This is an optimization exercise on Yosys and OpenROAD, whose aim is small area, a short achievable clock period and few clock cycles per item, not a production implementation. Where RTL was checked, it was by simulation tests only, not by an equivalence proof against the original.

// aes256_enc
module aes256_enc (
    input  wire         clk,
    input  wire         rst,
    input  wire         in_valid,
    output wire         in_ready,
    input  wire [255:0] in_key,
    input  wire [127:0] in_block,
    output wire         out_valid,
    output wire [127:0] out_block
);
  localparam HW = 12;         
  localparam KW = 9;          
  reg [127:0]    a_state;
  reg [255:0]    a_key;
  reg            a_valid;
  reg  [3:0]     a_round;
  reg            a_last;
  reg [16*HW-1:0] b_h;
  reg [4*KW-1:0]  b_kh;
  reg [255:0]    b_key;
  reg            b_valid;
  reg  [3:0]     b_round;
  reg [127:0]    out_q;
  reg            out_valid_q;
  reg            in_ready_q;    
  reg            load_q;        
  reg            load_nq;       
  wire [16*HW-1:0] h;
  wire [4*KW-1:0]  kh;
  genvar i;
  generate
    for (i = 0; i < 16; i = i + 1) begin : g_s1
      aes_sbox_p1d u_p1 (.u(a_state[127-8*i -: 8]), .h(h[16*HW-1-HW*i -: HW]));
    end
    for (i = 0; i < 4; i = i + 1) begin : g_k1
      aes_sbox_p1k u_p1 (.u(a_key[31-8*i -: 8]), .h(kh[4*KW-1-KW*i -: KW]));
    end
  endgenerate
  wire [7:0]   sb [0:15];
  wire [127:0] shifted;
  wire [127:0] mixed;
  wire [127:0] result;
  wire [31:0]  ksub;
  wire [255:0] key_next;
  generate
    for (i = 0; i < 16; i = i + 1) begin : g_s2
      aes_sbox_p2d u_p2 (.h(b_h[16*HW-1-HW*i -: HW]), .y(sb[i]));
      assign shifted[127-8*i -: 8] = sb[(i + 4 * (i % 4)) % 16];
    end
    for (i = 0; i < 4; i = i + 1) begin : g_k2
      aes_sbox_p2k u_p2 (.u(b_key[31-8*i -: 8]), .h(b_kh[4*KW-1-KW*i -: KW]),
                         .y(ksub[31-8*i -: 8]));
      aes_mixcol u_mc (.a(shifted[127-32*i -: 32]), .rk(b_key[127-32*i -: 32]),
                       .y(mixed[127-32*i -: 32]));
    end
  endgenerate
  vec_xor #(128) u_final (.a(shifted), .b(b_key[127:0]), .y(result));
  aes_key_step u_key_step (
      .window     (b_key),
      .sub        (ksub),
      .round      (b_round),
  ...
==> flow/config.mk <==
export PLATFORM = sky130hd
export DESIGN_NAME = aes256_enc
export DESIGN_NICKNAME = aes256_enc
export VERILOG_FILES = /design/flow/design.v
export SDC_FILE = /design/flow/constraint.sdc
export NUM_CORES = 4
export LEC_CHECK = 0
export CAP_MARGIN = 20
export CELL_PAD_IN_SITES_DETAIL_PLACEMENT = 1
export CELL_PAD_IN_SITES_GLOBAL_PLACEMENT = 1
export CORE_MARGIN = 2
export CORE_UTILIZATION = 45
export CTS_BUF_LIST = sky130_fd_sc_hd__clkbuf_8
export PLACE_DENSITY = 0.55
export SETUP_SLACK_MARGIN = 5
export SLEW_MARGIN = 20
export SYNTH_HIERARCHICAL = 1
export SYNTH_MINIMUM_KEEP_SIZE = 0
==> flow/constraint.sdc <==
create_clock -name core_clock -period 9.0 [get_ports {clk}]
set_input_delay 1.8000 -clock core_clock [delete_from_list [all_inputs] [get_ports {clk}]]
set_output_delay 1.8000 -clock core_clock [all_outputs]
set_load 0.01 [all_outputs]
standard.sh (not shown) runs the stock make flow with config.mk's settings and CLKGATE_MAP_FILE= SYNTH_SCRIPT=/design/flow/synth_recipe.tcl, a recipe that flattens the netlist after the stock synthesis.
==> flow/flow/run.sh <==
#!/bin/bash
set -euo pipefail
args=""
while IFS= read -r line; do
  [[ -z "$line" || "$line" == \#* ]] && continue
  args="$args '$line'"
done < flow/extra.txt
grep -q 'SETUP_SLACK_MARGIN=' standard.sh || true
sed "s/SETUP_SLACK_MARGIN=[-0-9.]* //; s|\"\${@:-finish}\"|$args \"\${@:-finish}\"|" standard.sh > standard_extra.sh
bash standard_extra.sh > flow.log 2>&1
==> flow/flow/extra.txt <==
SETUP_SLACK_MARGIN=5.6
BUFFER_PORTS_ARGS=-buffer_cell sky130_fd_sc_hd__buf_1
The baseline completed with no timing, DRC or antenna violations.
Testbench counts at the start, summed over its fixed seeds: cycles 14,360, blocks 1,024.
Change:
==> flow/flow/extra.txt (replaced) <==
SETUP_SLACK_MARGIN=5.6
BUFFER_PORTS_ARGS=-buffer_cell sky130_fd_sc_hd__buf_2
- CORE_UTILIZATION: 45 -> 55
- CTS_BUF_LIST: sky130_fd_sc_hd__clkbuf_8 -> unset
- PLACE_DENSITY: 0.55 -> 0.65
The changed run produced a clean layout.
Count of clock-buffer cells in the layout is lower by 85.
Wire length is higher by 3.2%.
Final area went down by 0.63%.
First-iteration DRC count rises by 23%.
Area after synthesis is unchanged.
Worst hold slack improves by 0.0075 ns.
Change:
- CORE_UTILIZATION: 55 -> 45
- PLACE_DENSITY: 0.65 -> 0.55
Outcome: Global-route usage goes down by 5.7 points. Cell count went up by 4.1%. Worst hold slack hardly moves. Clock-buffer cell count came out higher by 14. Via count goes down by 5.1%. Flip-flop and latch count is unchanged. Utilization is lower by 11 points. Wire length shrinks by 3.4%. Setup slack is better by 0.077 ns.

== the previous run ==
Another version of the RTL of aes256_enc (not shown whole).
Size: about 1200 flip-flops, roughly 520 I/O pins.
clock: 9.0 ns
lec_check: 0
cap_margin: 20
cell_pad_in_sites_detail_placement: 1
cell_pad_in_sites_global_placement: 1
core_margin: 2
core_utilization: 45
place_density: 0.55
setup_slack_margin: 5
slew_margin: 20
synth_hierarchical: 1
synth_minimum_keep_size: 0
run.sh (not shown) runs the stock make flow with config.mk's settings and CLKGATE_MAP_FILE= SYNTH_SCRIPT=/design/flow/synth_recipe.tcl, a recipe that flattens the netlist after the stock synthesis.
Stock flow here: none of the scripts above is used.
The previous run: full flow OK, the timing, DRC and antenna checks passed
The inputs of the current run differ from those of the previous run as listed below.
==> flow/flow/run.sh (new file) <==
#!/bin/bash
set -euo pipefail
M=$(cat flow/margin.txt)
sed "s/SETUP_SLACK_MARGIN=[-0-9.]*/SETUP_SLACK_MARGIN=$M/" standard.sh > standard_margin.sh
grep -q "SETUP_SLACK_MARGIN=$M" standard_margin.sh
bash standard_margin.sh > flow.log 2>&1
==> flow/flow/margin.txt (new file) <==
6.0
==> flow/standard.sh (new file) <==
#!/bin/bash
# synth_recipe.tcl (not shown) runs the flow's synth.tcl, then flattens the netlist and writes it again
# the make line also repeats each setting of config.mk as NAME=value (left out here)
make -C /OpenROAD-flow-scripts/flow DESIGN_CONFIG=/design/flow/config.mk WORK_HOME=/design/flow/orfs CLKGATE_MAP_FILE= SYNTH_SCRIPT=/design/flow/synth_recipe.tcl "${@:-finish}"
removed: flow/run.sh
## What came out
- Relative to the previous run, global-route wire length before repair increased by 5.0% in the current run.
- Timing startpoint of the critical path = b_h[307]$_DFF_P_: the current run; timing startpoint of the critical path = b_kh[19]$_DFF_P_: the previous run
- Routed wire length, the current run and the previous run: smaller value in the previous run
- From the previous run to the current run the numbers moved as follows: period utilization decreased by 9.7 points relative to the old numbers; setup slack of the critical path after layout +870 ps.
No functional check of the RTL was part of any run of this note.

separate check: timing with driven ports:
In the flow no input, the clock included, has a driving cell. The finished layouts below were timed again as built, in two steps.
Step 1: set_driving_cell puts a clkbuf_16 on clk and a buf_2 on each other input, an assumption about the parent block.
Step 2, shift: input delay + t, output delay - t, t = (earliest + latest rising clock arrival at the registers) / 2. This alone moves slack from input paths to output paths.
a / b / c = ideal / step 1 / step 2; a / b = the first two.
| run | shift t [ns] | setup slack, ns | worst setup path after step 2 | worst register clock-pin slew, ns | pins driven straight from the clock port |
|---|---|---|---|---|---|
| the first run of note 1 | 0.953 | 5.683 / 5.654 / 5.683 | register to register | 0.07 / 0.07 | 1 |
| the second run of note 1 | 0.782 | 5.465 / 5.465 / 5.465 | register to register | 0.07 / 0.07 | 1 |
| the third run of note 1 | 0.807 | 5.542 / 5.542 / 5.542 | register to register | 0.07 / 0.07 | 1 |
| the previous run | 0.840 | 5.054 / 5.054 / 5.054 | register to register | 0.07 / 0.07 | 1 |
| the current run | 0.847 | 5.925 / 5.850 / 5.520 | input to register | 0.08 / 0.08 | 1 |
After both steps setup and hold are still met in every run listed. The setup slack of the current run, which loses most, moves by -0.075 ns with the drivers and by -0.405 ns with both steps.
